This is an optimization exercise on Yosys and OpenROAD, whose aim is small area, a short achievable clock period and few clock cycles per item, not a production implementation.
Where RTL was checked, it was by simulation tests only, not by an equivalence proof against the original.
Only the layout flow was run in runs 1, 4 and 5; the RTL was not checked for function there.
Power and IR drop assume default switching activity.

[flow/config.mk]
export PLATFORM = sky130hd
export DESIGN_NAME = bfp_compress
export DESIGN_NICKNAME = bfp_compress
export VERILOG_FILES = /design/flow/design.v
export SDC_FILE = /design/flow/constraint.sdc
export NUM_CORES = 4
export LEC_CHECK = 0
export CAP_MARGIN = 20
export CORE_MARGIN = 2
export CORE_UTILIZATION = 60
export PLACE_DENSITY = 0.7
export SLEW_MARGIN = 20
[flow/constraint.sdc]
create_clock -name core_clock -period 12.5 [get_ports {clk}]
set_input_delay 2.5000 -clock core_clock [delete_from_list [all_inputs] [get_ports {clk}]]
set_output_delay 2.5000 -clock core_clock [all_outputs]
set_load 0.01 [all_outputs]
[flow/design.v]
module bfp_compress (
    input  wire        clk,
    input  wire        rst,          
    input  wire        in_valid,
    output wire        in_ready,
    input  wire [1:0]  in_fmt,       
    input  wire [23:0] in_i,
    input  wire [23:0] in_q,
    output wire        out_valid,
    input  wire        out_ready,
    output wire [7:0]  out_data,
    output wire        out_last
);
    localparam integer N = 12;       
    localparam [1:0] ST_IDLE = 2'd0, ST_A = 2'd1, ST_B = 2'd2;
    reg        rdy_r;
    reg [1:0]  st;
    reg [23:0] r0_i, r0_q;
    reg [1:0]  fmt_in;
    reg [3:0]  icnt;
    reg        r0_first, r0_last;
    reg [3:0]  s_cur;
    reg        sat_i, sat_q;
    wire take = in_valid & rdy_r;
    function [15:0] nofit;
        input [23:0] x;
        input [4:0]  b;
        integer s, j;
        reg w, o, a, xb;
        begin
            nofit = 16'd0;
            for (s = 0; s <= 15; s = s + 1) begin
                w = 1'b1; o = 1'b0; a = 1'b1; xb = 1'b0;
                for (j = 0; j <= 22; j = j + 1) begin
                    if (s == 0) begin
                        if (j >= b - 1) begin
                            o = o | x[j];
                            a = a & x[j];
                        end
                    end else begin
                        if (j >= s - 1 && j <= b + s - 2)
                            w = w & x[j];
                        if (j >= b - 1 + s)
                            o = o | x[j];
                        if (j >= b + s)
                            a = a & x[j];
                        if (j == b - 1 + s)
                            xb = x[j];
                    end
                end
                if (b - 1 + s == 23)
                    xb = x[23];
                if (s + b <= 24) begin
                    if (s == 0)
                        nofit[s] = x[23] ? ~a : o;
                    else if (x[23])
                        nofit[s] = ~a | (~xb & ~w);
                    else
                        nofit[s] = o | w;
                end
            end
        end
    endfunction
    wire [15:0] nf_i = (fmt_in == 2'd2) ? nofit(r0_i, 5'd12) : nofit(r0_i, 5'd9);
    wire [15:0] nf_q = (fmt_in == 2'd2) ? nofit(r0_q, 5'd12) : nofit(r0_q, 5'd9);
    wire [3:0]  smax = (fmt_in == 2'd2) ? 4'd12 : 4'd15;
    wire [14:0] base_t;
    genvar gk;
    generate
        for (gk = 1; gk <= 15; gk = gk + 1) begin : g_bt
            assign base_t[gk-1] = ~r0_first & (s_cur >= gk);
        end
    endgenerate
    wire [14:0] lim_t  = (fmt_in == 2'd2) ? 15'h0fff : 15'h7fff;
    wire [14:0] new_t  = (base_t | nf_i[14:0] | nf_q[14:0]) & lim_t;
    wire [3:0]  s_new;
    assign s_new[3] = new_t[7];
    assign s_new[2] = (new_t[3] & ~new_t[7]) | new_t[11];
    assign s_new[1] = (new_t[1] & ~new_t[3]) | (new_t[5] & ~new_t[7]) |
                      (new_t[9] & ~new_t[11]) | new_t[13];
    assign s_new[0] = (new_t[0] & ~new_t[1]) | (new_t[2] & ~new_t[3]) |
                      (new_t[4] & ~new_t[5]) | (new_t[6] & ~new_t[7]) |
                      (new_t[8] & ~new_t[9]) | (new_t[10] & ~new_t[11]) |
                      (new_t[12] & ~new_t[13]) | new_t[14];
    function [13:0] bfp_field;
        input [23:0] x;
        input [3:0]  a;
        input        sat;
        input        b12;
        reg signed [24:0] t;
        reg signed [24:0] v;
        reg               sb;
        integer j;
        begin
            t  = {x, 1'b0};
            v  = t >>> a;
            sb = 1'b0;
            for (j = 0; j <= 22; j = j + 1)
                if (j + 2 <= a)
                    sb = sb | x[j];
            if (sat)
                bfp_field = x[23] ? {(b12 ? 13'h1000 : 13'h1e00), 1'b0}
                                  : {(b12 ? 13'h0ffe : 13'h01fe), 1'b0};
            else if (b12 && (v[13] ^ v[12]))
                bfp_field = {13'h1000, 1'b0};
            else
                bfp_field = {v[12:0], sb};
        end
    endfunction
    function [15:0] fix16;
        input [23:0] x;
        reg up;
        begin
            up = x[7] & ((|x[6:0]) | x[8]);
            if (x[23:8] == 16'h7fff)
                fix16 = 16'h7fff;
            else
                fix16 = x[23:8] + {15'd0, up};
        end
    endfunction
    wire        is_bfp_in = (fmt_in != 2'd0);
    wire [31:0] slot_in = is_bfp_in ?
        {bfp_field(r0_i, s_cur, sat_i, fmt_in[1]),
         bfp_field(r0_q, s_cur, sat_q, fmt_in[1]), s_cur} :
        {fix16(r0_i), fix16(r0_q)};
    reg [31:0]  fd [0:N-1];
    reg [N-1:0] fv;
    reg         meta_v;
    reg [1:0]   meta_fmt;
    reg [3:0]   meta_s;
    wire        pop;
    wire        meta_pop;
    wire        full = &fv;
    wire        tail_acc = ~full | pop;
    wire        wr = (st == ST_B) & tail_acc & (~r0_last | ~meta_v | meta_pop);
    reg [N-1:0] shift;
    reg [N-1:0] fv_next;
    integer i;
    always @(*) begin
        for (i = 0; i < N; i = i + 1) begin
            shift[i] = pop | ~(&(fv | ~((2 << i) - 1)));
            if (shift[i])
                fv_next[i] = (i == N - 1) ? wr : fv[i+1];
            else
                fv_next[i] = fv[i];
        end
    end
    always @(posedge clk) begin
        for (i = 0; i < N; i = i + 1)
            if (shift[i])
                fd[i] <= (i == N - 1) ? slot_in : fd[i+1];
    end
    wire      r0_free = (st == ST_IDLE) | ((st == ST_B) & wr);
    reg [1:0] st_next;
    always @(*) begin
        if (take)                     st_next = ST_A;
        else if (st == ST_A)          st_next = ST_B;
        else if (st == ST_B && !wr)   st_next = ST_B;
        else                          st_next = ST_IDLE;
    end
    always @(posedge clk) begin
        if (r0_free) begin
            r0_i     <= in_i;
            r0_q     <= in_q;
            r0_first <= (icnt == 4'd0);
            r0_last  <= (icnt == 4'd11);
        end
        if (take && icnt == 4'd0)
            fmt_in <= (in_fmt == 2'd3) ? 2'd0 : in_fmt;
        if (st == ST_A) begin
            s_cur <= s_new;
            sat_i <= nf_i[smax];
            sat_q <= nf_q[smax];
        end
    end
    always @(posedge clk) begin
        if (rst) begin
            st     <= ST_IDLE;
            rdy_r  <= 1'b1;
            icnt   <= 4'd0;
            fv     <= {N{1'b0}};
        end else begin
            st    <= st_next;
            rdy_r <= (st_next == ST_IDLE) | ((st_next == ST_B) & ~(&fv_next));
            if (take)
                icnt <= (icnt == 4'd11) ? 4'd0 : icnt + 4'd1;
            fv    <= fv_next;
        end
    end
    reg        ph;           
    reg [3:0]  scnt;         
    reg [3:0]  hd;           
    wire g_load;
    assign pop      = g_load & ph;
    assign meta_pop = g_load & ph & (scnt == 4'd11);
    wire   g_first  = ~ph & (scnt == 4'd0);
    wire   g_last   = ph & (scnt == 4'd11);
    wire [31:0] head = fd[0];
    wire [12:0] hv   = ph ? head[17:5] : head[31:19];
    wire        hs   = ph ? head[4]    : head[18];
    wire [15:0] hm   = ph ? head[15:0] : head[31:16];
    reg signed [16:0] vx;
    reg signed [16:0] qx;
    reg               rb, stk, hup;
    always @(*) begin
        vx  = {{4{hv[12]}}, hv};
        qx  = (vx >>> 1) >>> hd;
        rb  = vx[hd];
        stk = hs | |(vx[15:0] & ~(16'hffff << hd));
        hup = rb & (stk | qx[0]);
    end
    wire        mset      = wr & r0_last;
    wire [31:0] head_next = shift[0] ? ((N == 1) ? slot_in : fd[1]) : fd[0];
    wire [3:0]  ms_next   = mset ? s_cur : meta_s;
    always @(posedge clk) begin
        hd <= ms_next - head_next[3:0];
    end
    always @(posedge clk) begin
        if (rst) begin
            ph     <= 1'b0;
            scnt   <= 4'd0;
            meta_v <= 1'b0;
        end else begin
            if (g_load) begin
                ph <= ~ph;
                if (ph)
                    scnt <= (scnt == 4'd11) ? 4'd0 : scnt + 4'd1;
            end
            if (mset)
                meta_v <= 1'b1;
            else if (meta_pop)
                meta_v <= 1'b0;
        end
        if (mset) begin
            meta_fmt <= fmt_in;
            meta_s   <= s_cur;
        end
    end
    reg       ov, ol, sk_l;
    reg [7:0] od, sk_d;
    wire      acc = ~ov | out_ready;
    reg [15:0] gb;
    reg [4:0]  gc;
    reg        gexp;
    reg [3:0]  ge;
    reg        glast;
    reg        sk_v;
    wire       emit     = ~sk_v & (gexp | gc[4] | gc[3]);
    wire       emit_buf = emit & ~gexp;
    wire [4:0] c_after  = emit_buf ? gc - 5'd8 : gc;
    reg        cl_r;         
    assign g_load = fv[0] & meta_v & cl_r;
    wire [15:0] m = (meta_fmt == 2'd0) ? hm : {4'd0, qx[11:0] + {11'd0, hup}};
    reg  [15:0] gb_ld;
    reg  [4:0]  gb_b;
    always @(*) begin
        case (meta_fmt)
            2'd1:    begin gb_ld = {gb[6:0], m[8:0]};  gb_b = 5'd9;  end
            2'd2:    begin gb_ld = {gb[3:0], m[11:0]}; gb_b = 5'd12; end
            default: begin gb_ld = m;                  gb_b = 5'd16; end
        endcase
    end
    wire [3:0] meta_e = (meta_fmt == 2'd1) ? ~meta_s : 4'd12 - meta_s;
    reg  [8:0] gsel;
    wire [4:0] gc_next = g_load ? c_after + gb_b : c_after;
    reg  [7:0] sel_byte;
    integer sb;
    always @(*) begin
        sel_byte = 8'd0;
        for (sb = 0; sb <= 8; sb = sb + 1)
            sel_byte = sel_byte | ({8{gsel[sb]}} & gb[sb + 7 -: 8]);
    end
    wire [7:0] core_byte = gexp ? {4'd0, ge} : sel_byte;
    wire       core_last = ~gexp & glast & (gc == 5'd8);
    always @(posedge clk) begin
        for (sb = 0; sb <= 8; sb = sb + 1)
            gsel[sb] <= (gc_next == sb + 8);
        if (g_load) begin
            gb <= gb_ld;
            if (g_first)
                ge <= meta_e;
        end
    end
    wire gexp_next = (g_load & g_first) ? (meta_fmt != 2'd0) : (gexp & ~emit);
    wire sk_v_next = ~acc & (sk_v | emit);
    always @(posedge clk) begin
        if (rst) begin
            gc    <= 5'd0;
            gexp  <= 1'b0;
            glast <= 1'b0;
            cl_r  <= 1'b1;
        end else begin
            gc    <= gc_next;
            gexp  <= gexp_next;
            cl_r  <= (gc_next < 5'd8) | (~gc_next[4] & ~gexp_next & ~sk_v_next);
            if (g_load)
                glast <= g_last;
        end
    end
    wire [7:0] od_new = sk_v ? sk_d : core_byte;
    wire       ol_new = sk_v ? sk_l : core_last;
    always @(posedge clk) begin
        if (rst) begin
            sk_v <= 1'b0;
        end else if (acc) begin
            sk_v <= 1'b0;
        end else if (emit) begin
            sk_v <= 1'b1;
        end
        ov <= ~rst & ((acc & (sk_v | emit)) | (~acc & ov));
        od <= (od_new & {8{acc}}) | (od & {8{~acc}});
        ol <= (ol_new & acc) | (ol & ~acc);
        if (!acc && emit) begin
            sk_d <= core_byte;
            sk_l <= core_last;
        end
    end
    assign in_ready  = rdy_r;
    assign out_valid = ov;
    assign out_data  = od;
    assign out_last  = ol;
endmodule
[flow/flow/run.sh]
#!/bin/bash
# Standard ORFS layout (bash standard.sh) with these changes:
#  - port buffers placed by flow/ports.tcl (buf_1 on inputs, buf_4 on outputs)
#  - clock tree without dummy loads, larger sink clusters
#  - repair_timing aimed at a setup slack of 9.2 ns
# All tool output goes to make_finish.log (ORFS keeps per-step logs under orfs/logs).
set -euo pipefail
export DONT_BUFFER_PORTS=1
export PRE_GLOBAL_PLACE_TCL="$PWD/flow/ports.tcl"
export CTS_ARGS="-sink_clustering_enable -repair_clock_nets -dont_use_dummy_load -sink_clustering_size 25 -sink_clustering_max_diameter 100 -buf_list {sky130_fd_sc_hd__clkbuf_8 sky130_fd_sc_hd__clkbuf_16}"
export SETUP_SLACK_MARGIN=9.2
bash standard.sh > make_finish.log 2>&1
[flow/flow/ports.tcl]
# Port buffers: small buffers on the inputs, buf_4 on the outputs.
buffer_ports -inputs -buffer_cell sky130_fd_sc_hd__buf_1
buffer_ports -outputs -buffer_cell sky130_fd_sc_hd__buf_4
[flow/standard.sh]
#!/bin/bash
# synth_recipe.tcl (not shown) runs the flow's synth.tcl, then flattens the netlist and writes it again
# the make line also repeats each setting of config.mk as NAME=value (left out here)
make -C /OpenROAD-flow-scripts/flow DESIGN_CONFIG=/design/flow/config.mk WORK_HOME=/design/flow/orfs CLKGATE_MAP_FILE= SYNTH_SCRIPT=/design/flow/synth_recipe.tcl "${@:-finish}"
==> results of run 1 <==
-- power groups by stage --
stage                     Sequential [mW]  Clock, mW  Combinational, mW
after floorplan                      2.29          0              0.502
after CTS                            2.35      0.884              0.589
after global placement               2.38          0              0.580
final                                2.35      0.856              0.615
after global routing                 2.38      0.942              0.665
after detailed placement             2.39          0              0.586
-- state kept, by name, summed over array words and instances (netlist names), 5 cells and up, named ones only --
register / cells
fd: 384
fv: 12
gb: 16
gc: 5
gsel: 9
r0_i: 24
r0_q: 24
sk_d: 8
-- synthesized netlist by cell type (all sizes together), types with 35 or more instances --
master / instances / area (µm²)
a21oi: 107 / 543
nor3: 35 / 185
o21ai: 60 / 300
buf: 48 / 269
edfxtp: 478 / 14400
inv: 39 / 146
mux2i: 85 / 851
dfxtp: 56 / 1120
nand2: 129 / 489
nor2: 101 / 395
mux4: 50 / 1130
a31oi: 47 / 294
nand3: 51 / 255
clkbuf: 89 / 334
-- area by class of cell --
class                   instances  area share, %
clock buffers                  26           2.52
inverters                      41          0.625
multi-input cells            1142           33.0
flip-flops and latches        534           59.9
well taps                     532           2.58
repair buffers                 34           1.32
repair inverters                1         0.0194
-- cells in the final DEF, fill, tap and decap left out, types with 28 or more instances in the layout --
cell / instances
a21oi_1: 104
a31oi_1: 47
and3_1: 30
dfxtp_1: 51
edfxtp_1: 478
inv_1: 36
mux2_2: 33
mux2i_1: 85
mux4_2: 50
nand2_1: 124
nand3_1: 48
nor2_1: 98
nor3_1: 30
o21ai_0: 50
xnor2_1: 28
-- metal layers --
metal	up-vias	track usage [%]	wire length, µm
met5	-	0	0
met4	0	9.29	2230
met3	151	3.97	3760
met2	692	43.4	27200
met1	7550	34.1	22000
li1	7027	-	-
-- how the worst max path moves through the flow --
stage / to / cells past startpoint
after global placement: fd[8][12]$_DFFE_PN_ / 6
after detailed placement: hd[3]$_DFF_P_ / 10
final: out_data[2] / 0
after floorplan: sk_d[0]$_DFFE_PP_ / 2
after global routing: out_data[6] / 0
after CTS: out_data[2] / 0
-- timing repair --
action	4_1_cts	5_1_grt
gates resized for setup	16	22
pin swaps	2	5
buffers inserted	5	8
gates cloned	3	1
setup endpoints to repair	118	46
-- logic make-up (layout without fill, tap and decap cells) --
family / after synthesis / in the layout / share of synthesized area, %
AOI/OAI and AO/OA: 416 / 416 / 11.4
xor gates and xnor gates: 50 / 50 / 1.78
adders and majority gates: 21 / 21 / 1.10
buffers and inverters: 178 / 102 / 3.08
DFF: 534 / 534 / 62.9
muxes: 168 / 168 / 9.55
and+or+nand+nor: 486 / 487 / 10.2
-- through the flow --
stage / std cells / setup WS (ns) / hold WS (ns)
after floorplan: 1853 / 9.17 / 0.400
after global routing: 2310 / 8.96 / 0.381
after global placement: 2267 / 8.63 / 0.400
after detailed placement: 2267 / 8.51 / 0.405
final: 2310 / 9.01 / 0.379
after CTS: 2301 / 8.98 / 0.376
==> results.yml, run 1 <==
clocking:
  hold_buffers: 0
  clk_pin_slew_ns: 0.10
  cts_root_buf: "clkbuf_16"
  cts_tree: "done"
  cts-buffers-inserted: 26
  htree_levels: 1
  cts.sinks: 534
  clock_path_buffers: 3
  clk_latency_ns: 0.59
floorplan:
  io_pins: 65
  start_util_pct: 60.5
  row_count: 74
  fp.dieW_um: 206
  core_area_mm2: 0.0406
  die_h_um: 206
  die_area_mm2: 0.0426
sta:
  tightest_slew_ns: 0.956
  finalCritPeriodShare_pct: 27.9
  drv_slew: 0
  fmax_mhz: 286
  relSlewSlack_pct: 35.7
  tns_ns: 0
  fin_skew_ns: 0.0735
  rsz0062_at_grt: "true"
  min_period_ns: 3.49
  setup_viol: 0
  hold_violations: 0
logic_synthesis:
  synth-seq-area-share_pct: 62.9
  synth-edff-count: 478
  ys_warn_count: 2
  ys_ff_latch: 534
  synth_cell_types: 89
  netlist_instances: 1853
  syn_avg_cell_area_um2: 13.3
  synth_nets: 1928
  syn_area_mm2: 0.0246
  synth_ff_type: "edfxtp_1"
  async_reset_ff_share_pct: 0
critical_path:
  path_class: "flip-flop to primary output"
  r2r_setup_slack_ns: 9.30
  worst_setup_path_start_kind: "flip-flop"
  arrival_ns: 0.99
  crit_path_end_kind: "primary output"
  cp.required_ns: 10.00
  crit_fanout: 1
  regToRegEndpoint: "hd[3]$_DFF_P_"
  rr_worst_depth: 14
  r2r_start: "fv[0]$_SDFF_PP0_"
power_and_ir_drop:
  p_int_mw: 2.84
  p_per_area_mw_per_mm2: 148
  ir_worst_vdd_uv: 121
  p_total_mw: 3.83
  netSwitchingFraction_pct: 25.7
  p_comb_share_pct: 16.1
  p_leak_nw: 9.07
  power_frac_clock_pct: 22.4
  p_sw_mw: 0.985
  pwr-share-seq_pct: 61.5
global_routing:
  grt_max_degree: 62
  grt_usage_pct: 25.8
  grt.overflow.total: 0
  antenna_found_initial: 0
  grt_pass1_wl_mm: 84.2
  grt_pass1_vias: 14600
route:
  wl_per_cell_um: 23.9
  drc: 0
  drt_iter0_drc: 1748
  vias: 15400
  routed_wl_mm: 55.2
  ant_nets: 0
  drtPass1Iterations: 9
  via_per_inst: 6.68
placement:
  gp_congestion: 0.963
  hpwl_mm: 37.3
  place_area_mm2: 0.0249
  io_buffers: 63
finish:
  fin_area_mm2: 0.0258
  multi_input_area_mm2: 0.00853
  final.fill_count: 3004
  n_antenna_cell: 0
  drive_above_1_share_pct: 11.6
  area_growth_syn_to_layout_pct: 5.11
  utilization_pct: 63.6
  layout.nets: 1855
  seqCellArea_mm2: 0.0155
outcome:
  outcome: "finished clean"
hold_path:
  hold_class: "flip-flop to flip-flop"
  hold_end: "fd[10][18]$_DFFE_PN_"
  hold_path_depth: 0
  worstHoldStart: "fd[11][18]$_DFFE_PN_"
run:
  drv_cap: 0
==> run 2: changes to the inputs <==
--- a/flow/design.v
+++ b/flow/design.v
@@ -297,19 +297,20 @@
                 glast <= g_last;
         end
     end
-    wire [7:0] od_new = sk_v ? sk_d : core_byte;
-    wire       ol_new = sk_v ? sk_l : core_last;
     always @(posedge clk) begin
         if (rst) begin
+            ov   <= 1'b0;
             sk_v <= 1'b0;
         end else if (acc) begin
+            ov   <= sk_v | emit;
             sk_v <= 1'b0;
         end else if (emit) begin
             sk_v <= 1'b1;
         end
-        ov <= ~rst & ((acc & (sk_v | emit)) | (~acc & ov));
-        od <= (od_new & {8{acc}}) | (od & {8{~acc}});
-        ol <= (ol_new & acc) | (ol & ~acc);
+        if (acc) begin
+            od <= sk_v ? sk_d : core_byte;
+            ol <= sk_v ? sk_l : core_last;
+        end
         if (!acc && emit) begin
             sk_d <= core_byte;
             sk_l <= core_last;
==> flow/flow/run.sh (replaced) <==
#!/bin/bash
# Standard ORFS layout (bash standard.sh) with these changes:
#  - port buffers are buf_1 cells (the timing repair upsizes the ones on
#    critical paths) instead of the resizer's default choice
#  - clock tree without dummy loads, with larger sink clusters
#  - repair_timing aims at a setup slack of 9.0 ns
# make's output goes to make_finish.log; ORFS keeps per-step logs under orfs/logs.
set -euo pipefail
export BUFFER_PORTS_ARGS="-buffer_cell sky130_fd_sc_hd__buf_1"
export CTS_ARGS="-sink_clustering_enable -repair_clock_nets -dont_use_dummy_load -sink_clustering_size 25 -sink_clustering_max_diameter 100 -buf_list {sky130_fd_sc_hd__clkbuf_8 sky130_fd_sc_hd__clkbuf_16}"
export SETUP_SLACK_MARGIN=9.0
bash standard.sh > make_finish.log 2>&1
removed: flow/flow/ports.tcl
==> run 2 against run 1 <==
- still clean
- hold slack worse by 0.0098 ns
- maximum frequency is 2.2% lower
- register-to-register slack worse by 0.11 ns
- sequential cell count is the same
- wire length grew 3.3%
- die area is 0.27% lower
- clock power rose by 0.9%
- synthesized area shrank 0.28%
- first-iteration DRC count decreased by 7.0%
- setup slack lost 0.080 ns
- global-route usage is 1.1 points higher
- critical path type unchanged
- critical endpoint is now out_data[1]
- largest cell class unchanged
- largest power group unchanged
==> results.yml, run 2 <==
outcome:
  outcome: "finished clean"
sta:
  fmax_mhz: 280
  tns_ns: 0
  hold_violations: 0
  fin_hold_ws_ns: 0.370
  rsz0062_at_grt: "true"
  tightest_slew_ns: 1.05
  finalCritPeriodShare_pct: 28.6
  min_period_ns: 3.57
  drv_slew: 0
  relSlewSlack_pct: 29.6
  setup_viol: 0
  fin_skew_ns: 0.0746
route:
  wl_per_cell_um: 23.8
  wl_met3_mm: 3.53
  via_per_inst: 6.56
  drc: 0
  ant_nets: 0
  top_layer: "met5"
  met1_length_mm: 23.1
  route.met2.wl_mm: 28.9
  vias: 15700
  routed_wl_mm: 57.1
  drtPass1Iterations: 6
  drt_iter0_drc: 1626
floorplan:
  die_h_um: 206
  io_pins: 65
  row_count: 74
  start_util_pct: 60.4
  die_area_mm2: 0.0425
  core_area_mm2: 0.0406
  fp.dieW_um: 206
global_routing:
  grt_pass1_vias: 14800
  antenna_found_initial: 2
  grt_pass1_wl_mm: 87.7
  grt_max_degree: 70
  grt.overflow.total: 0
  grt_usage_pct: 26.9
placement:
  gp_congestion: 0.928
  place_area_mm2: 0.0251
  dp_cells: 2355
  io_buffers: 64
  hpwl_mm: 38.5
critical_path:
  cp.required_ns: 10.00
  cp_slowest_cell: "edfxtp_1"
  critPathBufInv: 1
  cpPeakStageDelay_ns: 0.39
  arrival_ns: 1.07
  cp_cell_sequence: "clkbuf_2"
  path_class: "flip-flop to primary output"
  crit_fanout: 1
  critPathTopFamily: "flip-flops"
  worst_setup_path_start_kind: "flip-flop"
  crit_path_end_kind: "primary output"
finish:
  final.fill_count: 3002
  layoutNonFillerInstCount: 2394
  area_growth_syn_to_layout_pct: 5.66
  fin_area_mm2: 0.0259
  largest_reg_flops: 384
  regMostFlops: "fd"
  layout_commonest_cell: "edfxtp_1"
  n_antenna_cell: 0
  utilization_pct: 63.9
  final_cell_mix: "478 x edfxtp_1, 126 x nand2_1, 117 x nor2_1"
  layout.nets: 1939
  reg_top3: "fd: 384 flops, r0_i: 24 flops, r0_q: 24 flops"
  drive_above_1_share_pct: 11.2
logic_synthesis:
  synth-compound-area-share_pct: 11.4
  synth.area.top_cells: "edfxtp_1 59%, dfxtp_1 4.6%, mux4_2 4.0%, mux2i_1 3.0%, nand2_1 2.0%"
  ys_warn_count: 2
  synth_fa_ha_area_share_pct: 1.10
  syn_area_mm2: 0.0245
  synth_common_cells: "478 x edfxtp_1, 129 x nand2_1, 118 x nor2_1"
  synth-edff-count: 478
  netlist_instances: 1880
  synth_top_family_by_area: "compound AO/OA/AOI/OAI gates"
  syn_avg_cell_area_um2: 13.0
  yosys.area.top_type: "edfxtp_1"
  synth_nets: 1955
  yosysMostFrequentCell: "edfxtp_1"
  synth_ff_type: "edfxtp_1"
  synth_mux_area_share_pct: 8.81
  ys_ff_latch: 534
  async_reset_ff_share_pct: 0
  synth-xor-area-share_pct: 1.75
  synth_top_area_share_pct: 58.6
  synth_simple_gate_area_share_pct: 10.6
  synth-seq-area-share_pct: 63.1
  synth_cell_types: 85
power_and_ir_drop:
  p_per_area_mw_per_mm2: 140
  p_leak_nw: 9.07
  ir_worst_vdd_uv: 154
clocking:
  cts_tree: "done"
  clk_pin_slew_ns: 0.09
  cts-buffers-inserted: 26
  cts_root_buf: "clkbuf_16"
  clock_path_buffers: 3
  hold_buffers: 0
  cts.sinks: 534
  clk_latency_ns: 0.59
  htree_levels: 1
hold_path:
  hold_class: "flip-flop to flip-flop"
run:
  drv_cap: 0
-- run 2: layout make-up --
cell class | instances | area [µm²] | area share, %
inverter | 42 | 165 | 0.638
clock buffer | 26 | 651 | 2.51
tap | 532 | 666 | 2.57
timing repair inverter | 1 | 5.00 | 0.0193
sequential | 534 | 15500 | 59.8
timing repair buffer | 103 | 598 | 2.31
multi-input combinational | 1156 | 8340 | 32.2
-- run 2: cells by family (layout without fill, tap and decap cells) --
kind of cell / Yosys count / after routing
DFF: 534 / 534
muxes: 157 / 157
buffers and inverters: 190 / 172
xor gates and xnor gates: 49 / 49
and+or+nand+nor: 508 / 508
AOI/OAI and AO/OA: 421 / 421
adders and majority gates: 21 / 21
-- run 2: layer usage --
layer | track usage (%) | vias up
met1 | 36.5 | 7735
li1 | - | 7248
met5 | 0 | -
met2 | 46.5 | 619
met3 | 3.03 | 103
met4 | 7.04 | 2
-- run 2: path summary, 6_finish.rpt --
check | from | slack, ns | cells past startpoint | endpoint
worst max-delay path | od[1]$_DFFE_PP_ | 8.93 | 1 | out_data[1]
worst min-delay path | fd[10][2]$_DFFE_PN_ | 0.37 | 0 | fd[9][2]$_DFFE_PP_
worst min register to register | fd[10][2]$_DFFE_PN_ | 0.37 | 0 | fd[9][2]$_DFFE_PP_
worst max register to register | hd[0]$_DFF_P_ | 9.19 | 11 | gb[10]$_DFFE_PP_
-- run 2: stage by stage --
stage	power [mW]	setup WS, ns
2_1_floorplan	2.63	8.70
5_1_grt	3.78	8.87
4_1_cts	3.65	8.90
3_3_place_gp	2.78	8.53
6_report	3.63	8.93
3_5_place_dp	2.79	8.31
-- run 2: where the power goes --
part           internal (mW)  switching (mW)  total [mW]
Clock                  0.370           0.494       0.864
Combinational          0.196           0.267       0.463
Sequential              2.17           0.132        2.31
Total                   2.74           0.893        3.63
-- run 2: worst reg2reg max path: stages, from the launching register on --
cell and delay [ns]:
dfxtp_1 0.32, buf_4 0.34, mux4_2 0.56, mux2i_1 0.28
o21ai_0 0.12, a21oi_1 0.23, a32oi_1 0.14, ha_1 0.25
ha_1 0.19, nand2_1 0.18, nor4_2 0.10, o311ai_0 0.36
-- run 2: what timing repair did --
item / in CTS / in global routing
setup endpoints to repair: 67 / 53
cloned: 1 / 1
resized for setup: 9 / 19
setup buffers: 3 / 8
pin swaps: 0 / 1
Testbench counts of run 2, summed over its fixed seeds: cycles 17,451, blocks 480.
==> run 3: changes to the inputs <==
==> flow/flow/run.sh (replaced) <==
#!/bin/bash
set -euo pipefail
export BUFFER_PORTS_ARGS="-buffer_cell sky130_fd_sc_hd__buf_4"
export CTS_ARGS="-sink_clustering_enable -repair_clock_nets -dont_use_dummy_load -sink_clustering_size 30 -sink_clustering_max_diameter 120 -buf_list {sky130_fd_sc_hd__clkbuf_8 sky130_fd_sc_hd__clkbuf_16}"
export SETUP_SLACK_MARGIN=9.2
bash standard.sh > make_finish.log 2>&1
==> run 3 against run 2 <==
- still clean on timing, DRC and antenna
- sequential share of layout area down 0.88 points
- maximum frequency shrank 0.50%
- global-route usage rose by 0.18 points
- clock skew down 0.0083 ns
- wire length up 0.94%
- synthesized area did not move
- count of clock-buffer cells in the layout down 4
- setup slack lost 0.018 ns
- synthesized cell count unchanged
- non-clock buffer count increased by 25
- hold slack gained 0.016 ns
- clock power shrank 8.3%
- critical path type unchanged
- critical endpoint unchanged
==> results.yml, run 3 <==
outcome:
  outcome: "finished clean"
global_routing:
  grt_usage_pct: 27.1
  grt.overflow.total: 0
  grt_max_degree: 66
  grt_pass1_vias: 15000
  antenna_found_initial: 1
  grt_pass1_wl_mm: 87.8
floorplan:
  io_pins: 65
  die_area_mm2: 0.0425
  core_area_mm2: 0.0406
  die_h_um: 206
  fp.dieW_um: 206
  row_count: 74
  start_util_pct: 60.4
sta:
  rsz0062_at_grt: "true"
  fmax_mhz: 279
  relSlewSlack_pct: 36.9
  drv_slew: 0
  fin_hold_ws_ns: 0.386
  setup_viol: 0
  hold_violations: 0
  finalCritPeriodShare_pct: 28.7
  min_period_ns: 3.59
  tightest_slew_ns: 0.945
  fin_skew_ns: 0.0663
  tns_ns: 0
route:
  via_per_inst: 6.59
  wl_per_cell_um: 23.9
  drc: 0
  drt_iter0_drc: 1563
  ant_nets: 0
  vias: 15900
  drtPass1Iterations: 5
  routed_wl_mm: 57.6
clocking:
  htree_levels: 1
  cts-buffers-inserted: 22
  clk_latency_ns: 0.57
  cts_root_buf: "clkbuf_16"
  clock_path_buffers: 3
  cts_tree: "done"
  clk_pin_slew_ns: 0.10
  cts.sinks: 534
  hold_buffers: 0
critical_path:
  cp_slowest_cell: "edfxtp_1"
  cpPeakStageDelay_ns: 0.42
  r2r_setup_slack_ns: 9.27
  path_class: "flip-flop to primary output"
  worst_setup_path_start_kind: "flip-flop"
  rr_worst_depth: 12
  cp_cell_sequence: "buf_6"
  cp.required_ns: 10.00
  crit_fanout: 1
  critPathTopFamily: "flip-flops"
  crit_path_end_kind: "primary output"
  r2r_start: "meta_v$_SDFFE_PP0P_"
  regToRegEndpoint: "hd[3]$_DFF_P_"
  arrival_ns: 1.09
  critPathBufInv: 1
logic_synthesis:
  synth_cell_types: 85
  synth-edff-count: 478
  synth_top_area_share_pct: 58.6
  async_reset_ff_share_pct: 0
  syn_avg_cell_area_um2: 13.0
  synth_ff_type: "edfxtp_1"
  netlist_instances: 1880
  ys_ff_latch: 534
  syn_area_mm2: 0.0245
  synth-seq-area-share_pct: 63.1
  ys_warn_count: 2
  synth_common_cells: "478 x edfxtp_1, 129 x nand2_1, 118 x nor2_1"
  synth.area.top_cells: "edfxtp_1 59%, dfxtp_1 4.6%, mux4_2 4.0%, mux2i_1 3.0%, nand2_1 2.0%"
  synth_nets: 1955
  yosys.area.top_type: "edfxtp_1"
  yosysMostFrequentCell: "edfxtp_1"
finish:
  n_antenna_cell: 0
  drive_above_1_share_pct: 15.3
  utilization_pct: 64.8
  layoutNonFillerInstCount: 2415
  largest_reg_flops: 384
  reg_top3: "fd: 384 flops, r0_i: 24 flops, r0_q: 24 flops"
  final_cell_mix: "478 x edfxtp_1, 125 x nand2_1, 118 x nor2_1"
  regMostFlops: "fd"
  layout.nets: 1960
  area_growth_syn_to_layout_pct: 7.26
  layout_commonest_cell: "edfxtp_1"
power_and_ir_drop:
  p_comb_share_pct: 13.7
  power_frac_clock_pct: 22.1
  p_leak_nw: 9.37
  p_sw_mw: 0.882
  p_per_area_mw_per_mm2: 136
  netSwitchingFraction_pct: 24.6
  ir_worst_vdd_uv: 118
  p_int_mw: 2.70
  pwr-share-seq_pct: 64.2
hold_path:
  hold_end: "fd[5][4]$_DFFE_PP_"
  hold_class: "flip-flop to flip-flop"
  hold_path_depth: 0
  worstHoldStart: "fd[6][4]$_DFFE_PN_"
placement:
  io_buffers: 64
  hpwl_mm: 39.2
  gp_congestion: 0.947
  dp_cells: 2357
run:
  drv_cap: 0
-- run 3: through the flow --
| stage | setup WS (ns) | total power [mW] | instance area (µm²) |
|---|---|---|---|
| 6_report | 8.91 | 3.59 | 26300 |
| 3_3_place_gp | 8.46 | 2.80 | 25300 |
| 4_1_cts | 8.87 | 3.59 | 26000 |
| 3_5_place_dp | 8.30 | 2.80 | 25300 |
| 2_1_floorplan | 8.70 | 2.63 | 24600 |
| 5_1_grt | 8.87 | 3.73 | 26300 |
-- run 3: power by group through the flow --
stage | combinational (mW) | clock, mW | sequential (mW)
after floorplan | 0.374 | 0 | 2.26
after global placement | 0.455 | 0 | 2.34
after detailed placement | 0.454 | 0 | 2.35
after CTS | 0.462 | 0.816 | 2.31
after global routing | 0.533 | 0.869 | 2.33
final | 0.492 | 0.792 | 2.30
-- run 3: how the worst max path moves through the flow --
| stage | start | endpoint | slack [ns] | cells past startpoint |
|---|---|---|---|---|
| after global placement | s_cur[0]$_DFFE_PP_ | fd[11][27]$_DFFE_PN_ | 8.46 | 8 |
| after floorplan | fv[0]$_SDFF_PP0_ | hd[3]$_DFF_P_ | 8.70 | 13 |
| final | od[1]$_DFFE_PP_ | out_data[1] | 8.91 | 1 |
| after detailed placement | meta_v$_SDFFE_PP0P_ | hd[3]$_DFF_P_ | 8.30 | 12 |
| after CTS | od[1]$_DFFE_PP_ | out_data[1] | 8.87 | 1 |
| after global routing | od[4]$_DFFE_PP_ | out_data[4] | 8.87 | 1 |
-- run 3: kinds of logic after synthesis --
logic type                 count (synthesis)  synth area share (%)
AOI/OAI and AO/OA                        421                  11.4
muxes                                    157                  8.81
and+or+nand+nor                          508                  10.6
DFF                                      534                  63.1
adders and majority gates                 21                  1.10
buffers and inverters                    190                  3.23
xor gates and xnor gates                  49                  1.75
-- run 3: layout make-up --
| type | instances | area [µm²] |
|---|---|---|
| Multi-Input combinational cell | 1156 | 8360 |
| Timing Repair inverter | 1 | 5.00 |
| Inverter | 42 | 166 |
| Timing Repair Buffer | 128 | 1060 |
| Clock buffer | 22 | 551 |
| Tap cell | 532 | 666 |
| Fill cell | 3006 | 14300 |
| Sequential cell | 534 | 15500 |
-- run 3: what timing repair did --
action,4_1_cts,5_1_grt
pin swaps,1,1
cloned,2,0
endpoints found under the setup margin,110,37
buffers inserted,3,31
gates resized for setup,25,15
-- run 3: per-layer routing --
metal  GRT usage (%)  up-vias  wire length, µm
met3            2.43      129             3360
met1            37.0     7863            23200
met2            46.2      649            28900
met4            8.98        0             2220
li1                -     7268                -
met5               0        -                0
==> run 4: changes to the inputs <==
--- a/flow/design.v
+++ b/flow/design.v
@@ -20,7 +20,7 @@
     reg [3:0]  icnt;
     reg        r0_first, r0_last;
     reg [3:0]  s_cur;
-    reg        sat_i, sat_q;
+    reg        sat_i;
     wire take = in_valid & rdy_r;
     function [15:0] nofit;
         input [23:0] x;
@@ -61,18 +61,21 @@
             end
         end
     endfunction
-    wire [15:0] nf_i = (fmt_in == 2'd2) ? nofit(r0_i, 5'd12) : nofit(r0_i, 5'd9);
-    wire [15:0] nf_q = (fmt_in == 2'd2) ? nofit(r0_q, 5'd12) : nofit(r0_q, 5'd9);
+    wire [23:0] nf_x = (st == ST_A) ? r0_i : r0_q;
+    wire [15:0] nf   = (fmt_in == 2'd2) ? nofit(nf_x, 5'd12) : nofit(nf_x, 5'd9);
     wire [3:0]  smax = (fmt_in == 2'd2) ? 4'd12 : 4'd15;
+    wire        nf_sat = nf[smax];
+    reg  [3:0]  s_tmp;
+    wire [3:0]  s_base = (st == ST_A) ? (r0_first ? 4'd0 : s_cur) : s_tmp;
     wire [14:0] base_t;
     genvar gk;
     generate
         for (gk = 1; gk <= 15; gk = gk + 1) begin : g_bt
-            assign base_t[gk-1] = ~r0_first & (s_cur >= gk);
+            assign base_t[gk-1] = (s_base >= gk);
         end
     endgenerate
     wire [14:0] lim_t  = (fmt_in == 2'd2) ? 15'h0fff : 15'h7fff;
-    wire [14:0] new_t  = (base_t | nf_i[14:0] | nf_q[14:0]) & lim_t;
+    wire [14:0] new_t  = (base_t | nf[14:0]) & lim_t;
     wire [3:0]  s_new;
     assign s_new[3] = new_t[7];
     assign s_new[2] = (new_t[3] & ~new_t[7]) | new_t[11];
@@ -120,8 +123,8 @@
     endfunction
     wire        is_bfp_in = (fmt_in != 2'd0);
     wire [31:0] slot_in = is_bfp_in ?
-        {bfp_field(r0_i, s_cur, sat_i, fmt_in[1]),
-         bfp_field(r0_q, s_cur, sat_q, fmt_in[1]), s_cur} :
+        {bfp_field(r0_i, s_new, sat_i, fmt_in[1]),
+         bfp_field(r0_q, s_new, nf_sat, fmt_in[1]), s_new} :
         {fix16(r0_i), fix16(r0_q)};
     reg [31:0]  fd [0:N-1];
     reg [N-1:0] fv;
@@ -168,10 +171,11 @@
         if (take && icnt == 4'd0)
             fmt_in <= (in_fmt == 2'd3) ? 2'd0 : in_fmt;
         if (st == ST_A) begin
-            s_cur <= s_new;
-            sat_i <= nf_i[smax];
-            sat_q <= nf_q[smax];
+            s_tmp <= s_new;
+            sat_i <= nf_sat;
         end
+        if (wr)
+            s_cur <= s_new;
     end
     always @(posedge clk) begin
         if (rst) begin
@@ -211,7 +215,7 @@
     end
     wire        mset      = wr & r0_last;
     wire [31:0] head_next = shift[0] ? ((N == 1) ? slot_in : fd[1]) : fd[0];
-    wire [3:0]  ms_next   = mset ? s_cur : meta_s;
+    wire [3:0]  ms_next   = mset ? s_new : meta_s;
     always @(posedge clk) begin
         hd <= ms_next - head_next[3:0];
     end
@@ -233,7 +237,7 @@
         end
         if (mset) begin
             meta_fmt <= fmt_in;
-            meta_s   <= s_cur;
+            meta_s   <= s_new;
         end
     end
     reg       ov, ol, sk_l;
==> run 4 against run 3 <==
- still clean on timing, DRC and antenna
- count of clock-buffer cells in the layout is the same
- critical path depth grew 15
- combinational power grew to 2.5 times the previous value
- cell area grew 9.3%
- core utilization grew 7.0 points
- sequential power grew 19%
- power grew 34%
- maximum frequency shrank 26%
- hold slack lost 0.0053 ns
- cell count grew 6.7%
- largest power group unchanged
==> results.yml, run 4 <==
outcome:
  outcome: "finished clean"
critical_path:
  cp_cell_sequence: "or4b_4, o31a_1, a2111oi_4, buf_4, buf_12, buf_4, o211ai_1, a2111o_2, o21ai_4, buf_12, mux2i_1, mux2_2, a221oi_4, nor4b_4, o21ba_4, and3b_1"
  crit_path_end_kind: "flip-flop"
  cp_slowest_cell: "or4b_4"
  crit_fanout: 13
  regToRegEndpoint: "fd[11][29]$_DFFE_PN_"
  worst_setup_path_start_kind: "flip-flop"
  r2r_start: "r0_i[21]$_DFFE_PP_"
  r2r_setup_slack_ns: 7.62
  path_class: "flip-flop to flip-flop"
  cpPeakStageDelay_ns: 0.61
  cp.required_ns: 12.79
  arrival_ns: 5.17
  rr_worst_depth: 16
logic_synthesis:
  syn_avg_cell_area_um2: 12.9
  synth.area.top_cells: "edfxtp_1 59%, mux2i_1 6.6%, dfxtp_1 4.6%, nor2_1 2.3%, nand2_1 2.3%"
  async_reset_ff_share_pct: 0
  yosysMostFrequentCell: "edfxtp_1"
  syn_area_mm2: 0.0245
  synth_nets: 1973
  ys_ff_latch: 537
  synth_cell_types: 92
  synth_ff_type: "edfxtp_1"
  synth-seq-area-share_pct: 63.6
  yosys.area.top_type: "edfxtp_1"
  synth_common_cells: "481 x edfxtp_1, 161 x mux2i_1, 150 x nor2_1"
  synth_top_area_share_pct: 59.1
  netlist_instances: 1899
  ys_warn_count: 2
  synth-edff-count: 481
route:
  drc: 0
  wl_per_cell_um: 29.7
  via_per_inst: 6.89
  ant_nets: 0
  wl_met3_mm: 7.57
  top_layer: "met5"
  route.met2.wl_mm: 35.9
  drtPass1Iterations: 8
  met1_length_mm: 27.6
  routed_wl_mm: 76.5
  drt_iter0_drc: 2615
  vias: 17800
clocking:
  htree_levels: 1
  cts-buffers-inserted: 22
  clock_path_buffers: 3
  clk_latency_ns: 0.58
  cts_tree: "done"
  clk_pin_slew_ns: 0.10
  hold_buffers: 0
  cts.sinks: 537
  cts_root_buf: "clkbuf_16"
global_routing:
  antenna_found_initial: 3
  grt_max_degree: 51
  grt.overflow.total: 0
  grt_pass1_wl_mm: 109
  grt_usage_pct: 35.3
  grt_pass1_vias: 17200
sta:
  tns_ns: 0
  relSlewSlack_pct: 36.0
  fin_hold_ws_ns: 0.380
  fin_skew_ns: 0.0573
  hold_violations: 0
  fmax_mhz: 205
  min_period_ns: 4.88
  rsz0062_at_grt: "true"
  drv_slew: 0
  setup_ws_ns: 7.62
  setup_viol: 0
  tightest_slew_ns: 0.957
  finalCritPeriodShare_pct: 39.1
floorplan:
  io_pins: 65
  fp.dieW_um: 206
  die_area_mm2: 0.0424
  die_h_um: 206
  core_area_mm2: 0.0400
  row_count: 73
  start_util_pct: 61.1
placement:
  gp_congestion: 1.01
  hpwl_mm: 46.9
  io_buffers: 64
  dpl_worst_slack_ns: 5.75
finish:
  reg_top3: "fd: 384 flops, r0_i: 24 flops, r0_q: 24 flops"
  drive_above_1_share_pct: 25.3
  regMostFlops: "fd"
  layout_commonest_cell: "edfxtp_1"
  area_growth_syn_to_layout_pct: 17.5
  largest_reg_flops: 384
  final_cell_mix: "481 x edfxtp_1, 190 x buf_4, 139 x nand2_1"
  layout.nets: 2128
hold_path:
  hold_end: "fd[9][30]$_DFFE_PP_"
  hold_class: "flip-flop to flip-flop"
  hold_path_depth: 0
  worstHoldStart: "fd[10][30]$_DFFE_PN_"
power_and_ir_drop:
  ir_worst_vdd_uv: 156
  p_leak_nw: 10.7
  p_total_mw: 4.80
  p_per_area_mw_per_mm2: 167
run:
  drv_cap: 0
[run 4: cell count changes after synthesis, sizes merged, moves of 16 or more]
| cell | change |
|---|---|
| clkbuf | -33 |
| mux4 | -36 |
| and4 | -24 |
| nor2 | +32 |
| o21ai | -20 |
| nand2 | +20 |
| nand4 | -16 |
| a31oi | -24 |
| a41oi | -16 |
| mux2i | +88 |
[run 4: kinds of logic (layout without fill, tap and decap cells)]
family | count (synthesis) | after routing | synth area share, %
buffers and inverters | 162 | 313 | 2.84
multiplexers | 211 | 211 | 9.24
AND/OR/NAND/NOR | 529 | 531 | 10.4
XOR/XNOR | 46 | 46 | 1.65
AO/OA/AOI/OAI | 394 | 394 | 11.2
adder cells (fa/ha/maj) | 20 | 20 | 1.05
flip-flops | 537 | 537 | 63.6
other | 0 | 1 | 0
[run 4: worst max path at each step]
| stage | startpoint | to | depth (start not counted) |
|---|---|---|---|
| 2_1_floorplan | ph$_SDFFE_PP0P_ | fd[11][0]$_DFFE_PN_ | 9 |
| 3_3_place_gp | st[1]$_SDFF_PP0_ | fd[11][29]$_DFFE_PN_ | 19 |
| 3_5_place_dp | st[0]$_SDFF_PP0_ | fd[11][29]$_DFFE_PN_ | 19 |
| 4_1_cts | r0_i[21]$_DFFE_PP_ | fd[11][26]$_DFFE_PN_ | 19 |
| 5_1_grt | r0_i[21]$_DFFE_PP_ | fd[11][29]$_DFFE_PN_ | 16 |
| 6_report | r0_i[21]$_DFFE_PP_ | fd[11][29]$_DFFE_PN_ | 16 |
[run 4: final cells by class]
type / count / area, µm²
Timing Repair inverter: 3 / 22.5
Sequential cell: 537 / 15600
Multi-Input combinational cell: 1202 / 9400
Fill cell: 2607 / 11300
Tap cell: 525 / 657
Timing Repair Buffer: 245 / 2330
Antenna cell: 1 / 2.50
Clock buffer: 22 / 551
Inverter: 43 / 194
[run 4: timing repair]
action,CTS,global route
setup buffers,111,32
gates resized for setup,191,94
pin swaps,58,59
gates cloned,15,0
endpoints found under the setup margin,131,114
[run 4: report_power, final]
part	switching [mW]	internal [mW]	total, mW
logic	0.712	0.543	1.25
registers	0.269	2.46	2.73
clock network	0.500	0.318	0.818
total	1.48	3.32	4.80
[run 4: through the flow]
stage	cells	cell area, µm²	utilization [%]
floorplan	1899	24700	-
global placement	2397	25500	63.6
detailed placement	2397	25500	63.6
CTS	2545	28000	70.0
global route	2577	28700	71.8
finish	2578	28700	71.8
[run 4: worst max-delay path, delay by kind of cell, from the launching register on]
family          cells  cell delay (ns)
compound gates      7             1.70
simple gates        3             1.19
buf+inv             4             0.62
mux                 2             0.58
flops               1             0.51
[run 4: routing by layer]
metal / vias to the layer above / GRT usage [%]
met5: - / 0
met3: 345 / 7.81
li1: 7544 / -
met2: 1212 / 57.9
met4: 2 / 19.2
met1: 8670 / 44.0
==> run 5: changes to the inputs <==
--- a/flow/design.v
+++ b/flow/design.v
@@ -11,7 +11,7 @@
     output wire [7:0]  out_data,
     output wire        out_last
 );
-    localparam integer N = 12;       
+    localparam integer N = 11;       
     localparam [1:0] ST_IDLE = 2'd0, ST_A = 2'd1, ST_B = 2'd2;
     reg        rdy_r;
     reg [1:0]  st;
@@ -20,7 +20,7 @@
     reg [3:0]  icnt;
     reg        r0_first, r0_last;
     reg [3:0]  s_cur;
-    reg        sat_i;
+    reg        sat_i, sat_q;
     wire take = in_valid & rdy_r;
     function [15:0] nofit;
         input [23:0] x;
@@ -61,21 +61,18 @@
             end
         end
     endfunction
-    wire [23:0] nf_x = (st == ST_A) ? r0_i : r0_q;
-    wire [15:0] nf   = (fmt_in == 2'd2) ? nofit(nf_x, 5'd12) : nofit(nf_x, 5'd9);
+    wire [15:0] nf_i = (fmt_in == 2'd2) ? nofit(r0_i, 5'd12) : nofit(r0_i, 5'd9);
+    wire [15:0] nf_q = (fmt_in == 2'd2) ? nofit(r0_q, 5'd12) : nofit(r0_q, 5'd9);
     wire [3:0]  smax = (fmt_in == 2'd2) ? 4'd12 : 4'd15;
-    wire        nf_sat = nf[smax];
-    reg  [3:0]  s_tmp;
-    wire [3:0]  s_base = (st == ST_A) ? (r0_first ? 4'd0 : s_cur) : s_tmp;
     wire [14:0] base_t;
     genvar gk;
     generate
         for (gk = 1; gk <= 15; gk = gk + 1) begin : g_bt
-            assign base_t[gk-1] = (s_base >= gk);
+            assign base_t[gk-1] = ~r0_first & (s_cur >= gk);
         end
     endgenerate
     wire [14:0] lim_t  = (fmt_in == 2'd2) ? 15'h0fff : 15'h7fff;
-    wire [14:0] new_t  = (base_t | nf[14:0]) & lim_t;
+    wire [14:0] new_t  = (base_t | nf_i[14:0] | nf_q[14:0]) & lim_t;
     wire [3:0]  s_new;
     assign s_new[3] = new_t[7];
     assign s_new[2] = (new_t[3] & ~new_t[7]) | new_t[11];
@@ -123,8 +120,8 @@
     endfunction
     wire        is_bfp_in = (fmt_in != 2'd0);
     wire [31:0] slot_in = is_bfp_in ?
-        {bfp_field(r0_i, s_new, sat_i, fmt_in[1]),
-         bfp_field(r0_q, s_new, nf_sat, fmt_in[1]), s_new} :
+        {bfp_field(r0_i, s_cur, sat_i, fmt_in[1]),
+         bfp_field(r0_q, s_cur, sat_q, fmt_in[1]), s_cur} :
         {fix16(r0_i), fix16(r0_q)};
     reg [31:0]  fd [0:N-1];
     reg [N-1:0] fv;
@@ -135,7 +132,7 @@
     wire        meta_pop;
     wire        full = &fv;
     wire        tail_acc = ~full | pop;
-    wire        wr = (st == ST_B) & tail_acc & (~r0_last | ~meta_v | meta_pop);
+    wire        wr = (st == ST_B) & tail_acc;
     reg [N-1:0] shift;
     reg [N-1:0] fv_next;
     integer i;
@@ -171,21 +168,18 @@
         if (take && icnt == 4'd0)
             fmt_in <= (in_fmt == 2'd3) ? 2'd0 : in_fmt;
         if (st == ST_A) begin
-            s_tmp <= s_new;
-            sat_i <= nf_sat;
-        end
-        if (wr)
             s_cur <= s_new;
+            sat_i <= nf_i[smax];
+            sat_q <= nf_q[smax];
+        end
     end
     always @(posedge clk) begin
         if (rst) begin
             st     <= ST_IDLE;
-            rdy_r  <= 1'b1;
             icnt   <= 4'd0;
             fv     <= {N{1'b0}};
         end else begin
             st    <= st_next;
-            rdy_r <= (st_next == ST_IDLE) | ((st_next == ST_B) & ~(&fv_next));
             if (take)
                 icnt <= (icnt == 4'd11) ? 4'd0 : icnt + 4'd1;
             fv    <= fv_next;
@@ -213,7 +207,7 @@
         stk = hs | |(vx[15:0] & ~(16'hffff << hd));
         hup = rb & (stk | qx[0]);
     end
-    wire        mset      = wr & r0_last;
+    wire        mset      = (st == ST_A) & r0_last;    
     wire [31:0] head_next = shift[0] ? ((N == 1) ? slot_in : fd[1]) : fd[0];
     wire [3:0]  ms_next   = mset ? s_new : meta_s;
     always @(posedge clk) begin
@@ -320,6 +314,17 @@
             sk_l <= core_last;
         end
     end
+    wire ph_next     = g_load ? ~ph : ph;
+    wire mv_next     = mset | (meta_v & ~meta_pop);
+    wire cl_next     = (gc_next < 5'd8) | (~gc_next[4] & ~gexp_next & ~sk_v_next);
+    wire pop_next    = fv_next[0] & mv_next & cl_next & ph_next;
+    always @(posedge clk) begin
+        if (rst)
+            rdy_r <= 1'b1;
+        else
+            rdy_r <= (st_next == ST_IDLE) |
+                     ((st_next == ST_B) & (~(&fv_next) | pop_next));
+    end
     assign in_ready  = rdy_r;
     assign out_valid = ov;
     assign out_data  = od;
==> flow/flow/run.sh (replaced) <==
#!/bin/bash
# Standard ORFS layout (bash standard.sh) with these changes:
#  - port buffers are buf_1 cells (the timing repair upsizes the ones on
#    critical paths) instead of the resizer's default choice
#  - clock tree without dummy loads, with larger sink clusters
#  - repair_timing aims at a setup slack of 9.0 ns
# make's output goes to make_finish.log; ORFS keeps per-step logs under orfs/logs.
set -euo pipefail
export BUFFER_PORTS_ARGS="-buffer_cell sky130_fd_sc_hd__buf_1"
export CTS_ARGS="-sink_clustering_enable -repair_clock_nets -dont_use_dummy_load -sink_clustering_size 25 -sink_clustering_max_diameter 100 -buf_list {sky130_fd_sc_hd__clkbuf_8 sky130_fd_sc_hd__clkbuf_16}"
export SETUP_SLACK_MARGIN=9.0
bash standard.sh > make_finish.log 2>&1
==> run 5 against run 4 <==
- combinational power decreased by 45%
- non-clock buffer count decreased by 16
- sequential power decreased by 21%
- sequential share of layout area increased by 1.4 points
- first-iteration DRC count decreased by 39%
- maximum frequency increased by 36%
- synthesized area decreased by 4.1%
- cell count decreased by 3.6%
- register-to-register slack improved by 1.3 ns
- global-route usage decreased by 6.9 points
- critical path depth decreased by 4
- core utilization decreased by 4.4 points
- critical path type unchanged
- largest power group unchanged
- highest routed layer is now met4
==> results.yml, run 5 <==
outcome:
  outcome: "finished clean"
logic_synthesis:
  synth_nets: 1927
  synth_ff_type: "edfxtp_1"
  synth_top_area_share_pct: 57.1
  async_reset_ff_share_pct: 0
  synth_common_cells: "446 x edfxtp_1, 156 x nor2_1, 135 x nand2_1"
  synth_cell_types: 84
  netlist_instances: 1851
  yosys.area.top_type: "edfxtp_1"
  syn_area_mm2: 0.0234
  synth-edff-count: 446
  syn_avg_cell_area_um2: 12.7
  ys_warn_count: 2
  yosysMostFrequentCell: "edfxtp_1"
  ys_ff_latch: 501
  synth-seq-area-share_pct: 61.8
  synth.area.top_cells: "edfxtp_1 57%, dfxtp_1 4.7%, mux4_2 4.3%, mux2i_1 3.5%, nor2_1 2.5%"
sta:
  fmax_mhz: 279
  tightest_slew_ns: 0.944
  fin_hold_ws_ns: 0.376
  drv_slew: 0
  setup_ws_ns: 8.92
  rsz0062_at_grt: "true"
  tns_ns: 0
  relSlewSlack_pct: 37.1
  hold_violations: 0
  min_period_ns: 3.58
  finalCritPeriodShare_pct: 28.7
  fin_skew_ns: 0.0625
  setup_viol: 0
critical_path:
  cp.required_ns: 12.94
  cp-startpoint: "r0_i[15]$_DFFE_PP_"
  arrival_ns: 4.02
  crit_path_end_kind: "flip-flop"
  r2r_start: "r0_i[15]$_DFFE_PP_"
  crit_fanout: 8
  worst_setup_path_start_kind: "flip-flop"
  path_class: "flip-flop to flip-flop"
global_routing:
  grt_pass1_wl_mm: 88.9
  antenna_found_initial: 1
  grt_pass1_vias: 15200
  grt_max_degree: 63
  grt.overflow.total: 0
  grt_usage_pct: 28.4
  met1_usage_pct: 37.5
  busiest_layer: "met2"
  use_met3_pct: 3.00
  grt.met2_usage_pct: 48.7
power_and_ir_drop:
  pwr-share-seq_pct: 59.2
  netSwitchingFraction_pct: 26.0
  p_sw_mw: 0.946
  power_frac_clock_pct: 22.0
  p_per_area_mw_per_mm2: 140
  p_leak_nw: 9.52
  ir_worst_vdd_uv: 157
  p_int_mw: 2.70
  p_comb_share_pct: 18.9
run:
  drv_cap: 0
floorplan:
  start_util_pct: 60.7
  io_pins: 65
  die_h_um: 202
  core_area_mm2: 0.0386
  row_count: 72
  die_area_mm2: 0.0407
  fp.dieW_um: 202
route:
  ant_nets: 0
  wl_per_cell_um: 23.8
  via_per_inst: 6.48
  drc: 0
  drtPass1Iterations: 7
  routed_wl_mm: 59.1
  vias: 16100
  drt_iter0_drc: 1589
clocking:
  clock_path_buffers: 3
  clk_pin_slew_ns: 0.10
  cts-buffers-inserted: 24
  htree_levels: 1
  cts.sinks: 501
  cts_root_buf: "clkbuf_16"
  cts_tree: "done"
  clk_latency_ns: 0.58
placement:
  gp_congestion: 0.947
  hpwl_mm: 39.6
  io_buffers: 64
  dpl_worst_slack_ns: 8.33
  place_area_mm2: 0.0240
finish:
  regMostFlops: "fd"
  layout_commonest_cell: "edfxtp_1"
  utilization_pct: 67.5
  area_growth_syn_to_layout_pct: 11.2
  final.fill_count: 2805
  drive_above_1_share_pct: 17.4
  layout.nets: 2045
  final_cell_mix: "446 x edfxtp_1, 156 x nor2_1, 152 x buf_4"
  largest_reg_flops: 352
  reg_top3: "fd: 352 flops, r0_i: 24 flops, r0_q: 24 flops"
  fin_area_mm2: 0.0261
  n_antenna_cell: 0
hold_path:
  hold_class: "flip-flop to flip-flop"
  worstHoldStart: "fd[1][15]$_DFFE_PP_"
[run 5: changes by cell type after synthesis, sizes merged, moves of 16 or more]
cell    previous run  this run
a31oi             19        41
a41oi              2        19
and4               3        25
clkbuf            78       105
edfxtp           481       446
mux2i            162        83
mux4               7        45
nand4             12        28
[run 5: logic make-up after synthesis]
kind of cell             synth area share [%]
AO/OA/AOI/OAI                            11.1
flip-flops                               61.8
AND/OR/NAND/NOR                          11.5
XOR/XNOR                                 1.79
multiplexers                             9.51
buffers and inverters                    3.14
adder cells (fa/ha/maj)                  1.21
[run 5: what timing repair did]
item	in CTS	in global routing
endpoints found under the setup margin	80	144
pin swaps	6	14
hold buffers	0	0
gates resized for setup	35	55
setup buffers	83	58
cloned	0	2
[run 5: worst paths after layout]
check | to | slack (ns) | cells after the start
max reg2reg | hd[2]$_DFF_P_ | 8.92 | 12
min | fd[0][15]$_DFFE_PN_ | 0.38 | 0
max | hd[2]$_DFF_P_ | 8.92 | 12
min reg2reg | fd[0][15]$_DFFE_PN_ | 0.38 | 0
[run 5: power by group through the flow]
stage / sequential, mW / combinational [mW] / clock [mW]
after global placement: 2.20 / 0.564 / 0
after detailed placement: 2.21 / 0.563 / 0
final: 2.16 / 0.687 / 0.801
after CTS: 2.16 / 0.625 / 0.822
after floorplan: 2.12 / 0.464 / 0
after global routing: 2.17 / 0.738 / 0.876
[run 5: area by class of cell]
type                    instances  area, µm²  area share [%]
clock buffers                  24        601            2.30
repair buffers                229       1600            6.14
inverters                      50        198           0.758
well taps                     518        648            2.49
flip-flops and latches        501      14500            55.6
multi-input cells            1163       8520            32.7
[run 5: metrics by stage]
step | power [mW] | std cells
floorplan | 2.58 | 1851
global placement | 2.76 | 2318
detailed placement | 2.77 | 2318
CTS | 3.60 | 2425
global route | 3.79 | 2485
finish | 3.64 | 2485
[run 5: worst max-delay path, stage by stage, from the launching register on]
cell and delay (ns):
edfxtp_1 0.54, nand4_1 0.34, or3_1 0.48, o32ai_1 0.47, nand3_1 0.22, o41ai_4 0.12, a2bb2oi_2 0.09, nand4b_1 0.23
mux2i_1 0.13, ha_2 0.21, buf_4 0.13, fa_1 0.38, xnor2_1 0.14
[run 5: per-layer routing]
layer	vias to the layer above	share of wire, %
met5	-	0
met4	0	4.5
met3	171	6.0
met2	742	50
met1	7843	40
li1	7345	-
==> run 6: changes to the inputs <==
--- a/flow/design.v
+++ b/flow/design.v
@@ -207,9 +207,11 @@
         stk = hs | |(vx[15:0] & ~(16'hffff << hd));
         hup = rb & (stk | qx[0]);
     end
-    wire        mset      = (st == ST_A) & r0_last;    
+    reg         b_first;
+    always @(posedge clk) b_first <= (st == ST_A);
+    wire        mset      = (st == ST_B) & b_first & r0_last;
     wire [31:0] head_next = shift[0] ? ((N == 1) ? slot_in : fd[1]) : fd[0];
-    wire [3:0]  ms_next   = mset ? s_new : meta_s;
+    wire [3:0]  ms_next   = mset ? s_cur : meta_s;
     always @(posedge clk) begin
         hd <= ms_next - head_next[3:0];
     end
@@ -231,7 +233,7 @@
         end
         if (mset) begin
             meta_fmt <= fmt_in;
-            meta_s   <= s_new;
+            meta_s   <= s_cur;
         end
     end
     reg       ov, ol, sk_l;
@@ -243,8 +245,11 @@
     reg [3:0]  ge;
     reg        glast;
     reg        sk_v;
-    wire       emit     = ~sk_v & (gexp | gc[4] | gc[3]);
-    wire       emit_buf = emit & ~gexp;
+    wire       g_bfp    = (meta_fmt != 2'd0);
+    wire       exp_now  = g_load & g_first & g_bfp & ~sk_v & ~gc[4] & ~gc[3];
+    wire       dir_now  = g_load & ~g_bfp & ~sk_v & ~gc[4] & ~gc[3];
+    wire       emit     = ~sk_v & (gexp | gc[4] | gc[3] | exp_now | dir_now);
+    wire       emit_buf = emit & ~gexp & ~exp_now & ~dir_now;
     wire [4:0] c_after  = emit_buf ? gc - 5'd8 : gc;
     reg        cl_r;         
     assign g_load = fv[0] & meta_v & cl_r;
@@ -260,7 +265,7 @@
     end
     wire [3:0] meta_e = (meta_fmt == 2'd1) ? ~meta_s : 4'd12 - meta_s;
     reg  [8:0] gsel;
-    wire [4:0] gc_next = g_load ? c_after + gb_b : c_after;
+    wire [4:0] gc_next = g_load ? (dir_now ? 5'd8 : c_after + gb_b) : c_after;
     reg  [7:0] sel_byte;
     integer sb;
     always @(*) begin
@@ -268,8 +273,9 @@
         for (sb = 0; sb <= 8; sb = sb + 1)
             sel_byte = sel_byte | ({8{gsel[sb]}} & gb[sb + 7 -: 8]);
     end
-    wire [7:0] core_byte = gexp ? {4'd0, ge} : sel_byte;
-    wire       core_last = ~gexp & glast & (gc == 5'd8);
+    wire [7:0] core_byte = gexp ? {4'd0, ge} : exp_now ? {4'd0, meta_e} :
+                           dir_now ? hm[15:8] : sel_byte;
+    wire       core_last = ~gexp & ~exp_now & ~dir_now & glast & (gc == 5'd8);
     always @(posedge clk) begin
         for (sb = 0; sb <= 8; sb = sb + 1)
             gsel[sb] <= (gc_next == sb + 8);
@@ -279,7 +285,7 @@
                 ge <= meta_e;
         end
     end
-    wire gexp_next = (g_load & g_first) ? (meta_fmt != 2'd0) : (gexp & ~emit);
+    wire gexp_next = (g_load & g_first) ? (g_bfp & ~exp_now) : (gexp & ~emit);
     wire sk_v_next = ~acc & (sk_v | emit);
     always @(posedge clk) begin
         if (rst) begin
--- a/flow/config.mk
+++ b/flow/config.mk
@@ -7,6 +7,6 @@
 export LEC_CHECK = 0
 export CAP_MARGIN = 20
 export CORE_MARGIN = 2
-export CORE_UTILIZATION = 60
-export PLACE_DENSITY = 0.7
+export CORE_UTILIZATION = 70
+export PLACE_DENSITY = 0.8
 export SLEW_MARGIN = 20
==> run 6 against run 5 <==
- die area decreased by 13%
- highest routed layer unchanged
- clock skew grew 0.0026 ns
- sequential power barely moved
- first-iteration DRC count rose by 54%
- non-clock buffer count fell by 123
- combinational power decreased by 38%
- setup slack about the same
- cell area down 3.6%
- largest power group unchanged
- critical path type is now flip-flop to primary output
- core utilization up 7.7 points
- register-to-register slack better by 0.07 ns
==> results.yml, run 6 <==
outcome:
  outcome: "finished clean"
sta:
  fmax_mhz: 279
  fin_skew_ns: 0.0651
  relSlewSlack_pct: 20.3
  hold_violations: 0
  rsz0062_at_grt: "true"
  tns_ns: 0
logic_synthesis:
  syn_area_mm2: 0.0237
  synth_ff_type: "edfxtp_1"
  synth_top_area_share_pct: 56.4
  synth_common_cells: "446 x edfxtp_1, 152 x nand2_1, 140 x nor2_1"
  ys_ff_latch: 502
  synth_cell_types: 94
  synth-edff-count: 446
  async_reset_ff_share_pct: 0
finish:
  drive_above_1_share_pct: 11.4
  regMostFlops: "fd"
  layout_commonest_cell: "edfxtp_1"
critical_path:
  cp.required_ns: 10.00
  cp-startpoint: "od[7]$_DFFE_PP_"
  path_class: "flip-flop to primary output"
  cp_slowest_cell: "edfxtp_1"
  crit_path_end_kind: "primary output"
  r2r_start: "r0_i[23]$_DFFE_PP_"
  regToRegEndpoint: "s_cur[0]$_DFFE_PP_"
  worst_setup_path_start_kind: "flip-flop"
  crit_fanout: 1
placement:
  dp_cells: 2310
  gp_congestion: 1.02
  dpl_worst_slack_ns: 8.39
run:
  drv_cap: 0
route:
  drtPass1Iterations: 6
  wl_per_cell_um: 26.5
  drt_iter0_drc: 2440
  drc: 0
global_routing:
  grt_pass1_vias: 16000
  grt_usage_pct: 34.5
floorplan:
  io_pins: 65
  row_count: 67
  start_util_pct: 71.0
  fp.dieW_um: 188
clocking:
  clk_pin_slew_ns: 0.11
  clk_latency_ns: 0.58
  cts.sinks: 502
  hold_buffers: 0
  htree_levels: 1
power_and_ir_drop:
  p_per_area_mw_per_mm2: 136
  ir_worst_vdd_uv: 124
hold_path:
  hold_class: "flip-flop to flip-flop"
[run 6: cell types whose count changed in the layout (fill, tap and decap cells not counted), moves of 10 or more]
cell | previous run | this run
a21oi_1 | 88 | 113
a41oi_1 | 18 | 8
buf_4 | 152 | 33
mux2_2 | 28 | 47
mux4_2 | 45 | 23
nand2_1 | 132 | 150
nor2_1 | 156 | 139
nor3_1 | 26 | 40
o211ai_1 | 12 | 24
o21ai_0 | 56 | 102
[run 6: per-layer routing]
| layer | part of all wire (%) | vias up | GRT usage, % |
|---|---|---|---|
| li1 | - | 7286 | - |
| met1 | 35 | 8025 | 42.9 |
| met2 | 49 | 1223 | 58.5 |
| met3 | 8.8 | 337 | 4.58 |
| met4 | 7.1 | 0 | 19.9 |
| met5 | 0 | - | 0 |
[run 6: kinds of logic (layout without fill, tap and decap cells)]
logic type / Yosys count / after routing / synth area share [%]
buffers and inverters: 183 / 180 / 3.35
AND/OR/NAND/NOR: 551 / 551 / 11.7
flip-flops: 502 / 502 / 61.1
multiplexers: 158 / 158 / 8.70
adder cells (fa/ha/maj): 26 / 26 / 1.36
AO/OA/AOI/OAI: 447 / 447 / 12.1
XOR/XNOR: 45 / 45 / 1.66
[run 6: worst min path at each step]
stage,slack (ns),endpoint,start,cells past startpoint
after floorplan,0.40,fd[0][10]$_DFFE_PN_,fd[1][10]$_DFFE_PP_,0
after global placement,0.40,fd[1][11]$_DFFE_PP_,fd[2][11]$_DFFE_PN_,0
after detailed placement,0.40,fd[0][4]$_DFFE_PN_,fd[1][4]$_DFFE_PP_,0
after CTS,0.38,fd[1][4]$_DFFE_PP_,fd[2][4]$_DFFE_PN_,0
after global routing,0.39,fd[3][0]$_DFFE_PP_,fd[4][0]$_DFFE_PN_,0
final,0.39,fd[3][0]$_DFFE_PP_,fd[4][0]$_DFFE_PN_,0
[run 6: layout make-up]
class	count	area, µm²	area share [%]
flip-flops and latches	502	14500	57.9
multi-input cells	1227	8550	34.0
repair buffers	106	676	2.69
clock buffers	24	601	2.39
well taps	448	561	2.23
inverters	48	189	0.752
repair inverters	2	12.5	0.0498
[run 6: stage by stage]
| step | total power [mW] | area, µm² | hold slack [ns] |
|---|---|---|---|
| global placement | 2.56 | 24200 | 0.400 |
| detailed placement | 2.58 | 24200 | 0.405 |
| CTS | 3.39 | 24900 | 0.384 |
| finish | 3.43 | 25100 | 0.385 |
| global route | 3.52 | 25100 | 0.394 |
| floorplan | 2.43 | 23800 | 0.400 |
[run 6: worst reg2reg max path: stages, from the launching register on]
cell and delay (ns):
edfxtp_1 0.90, nand4_1 0.42, nor2_1 0.51, nand4_1 0.18, mux2_1 0.40, nor4_1 0.26
nor3_1 0.07, or4_1 0.54
[run 6: report_power, final]
part           internal (mW)  switching (mW)
Combinational          0.180           0.247
Clock                  0.343           0.479
Sequential              2.03           0.142
Total                   2.56           0.868
[run 6: timing repair]
| item | in CTS | in global routing |
|---|---|---|
| setup endpoints to repair | 163 | 84 |
| cloned | 3 | 1 |
| pin swaps | 0 | 3 |
| resized for setup | 25 | 30 |
| buffers inserted | 7 | 12 |
Testbench counts of run 6, summed over its fixed seeds: cycles 17,443, blocks 480.

Re-timed with assumed drivers on the ports (clkbuf_16 on the clock, buf_2 on other inputs), run 6 has 8.861 ns of setup slack against 8.915 ns with ideal ports, and 8.632 ns once port delays also move by the mid clock arrival of 0.605 ns.
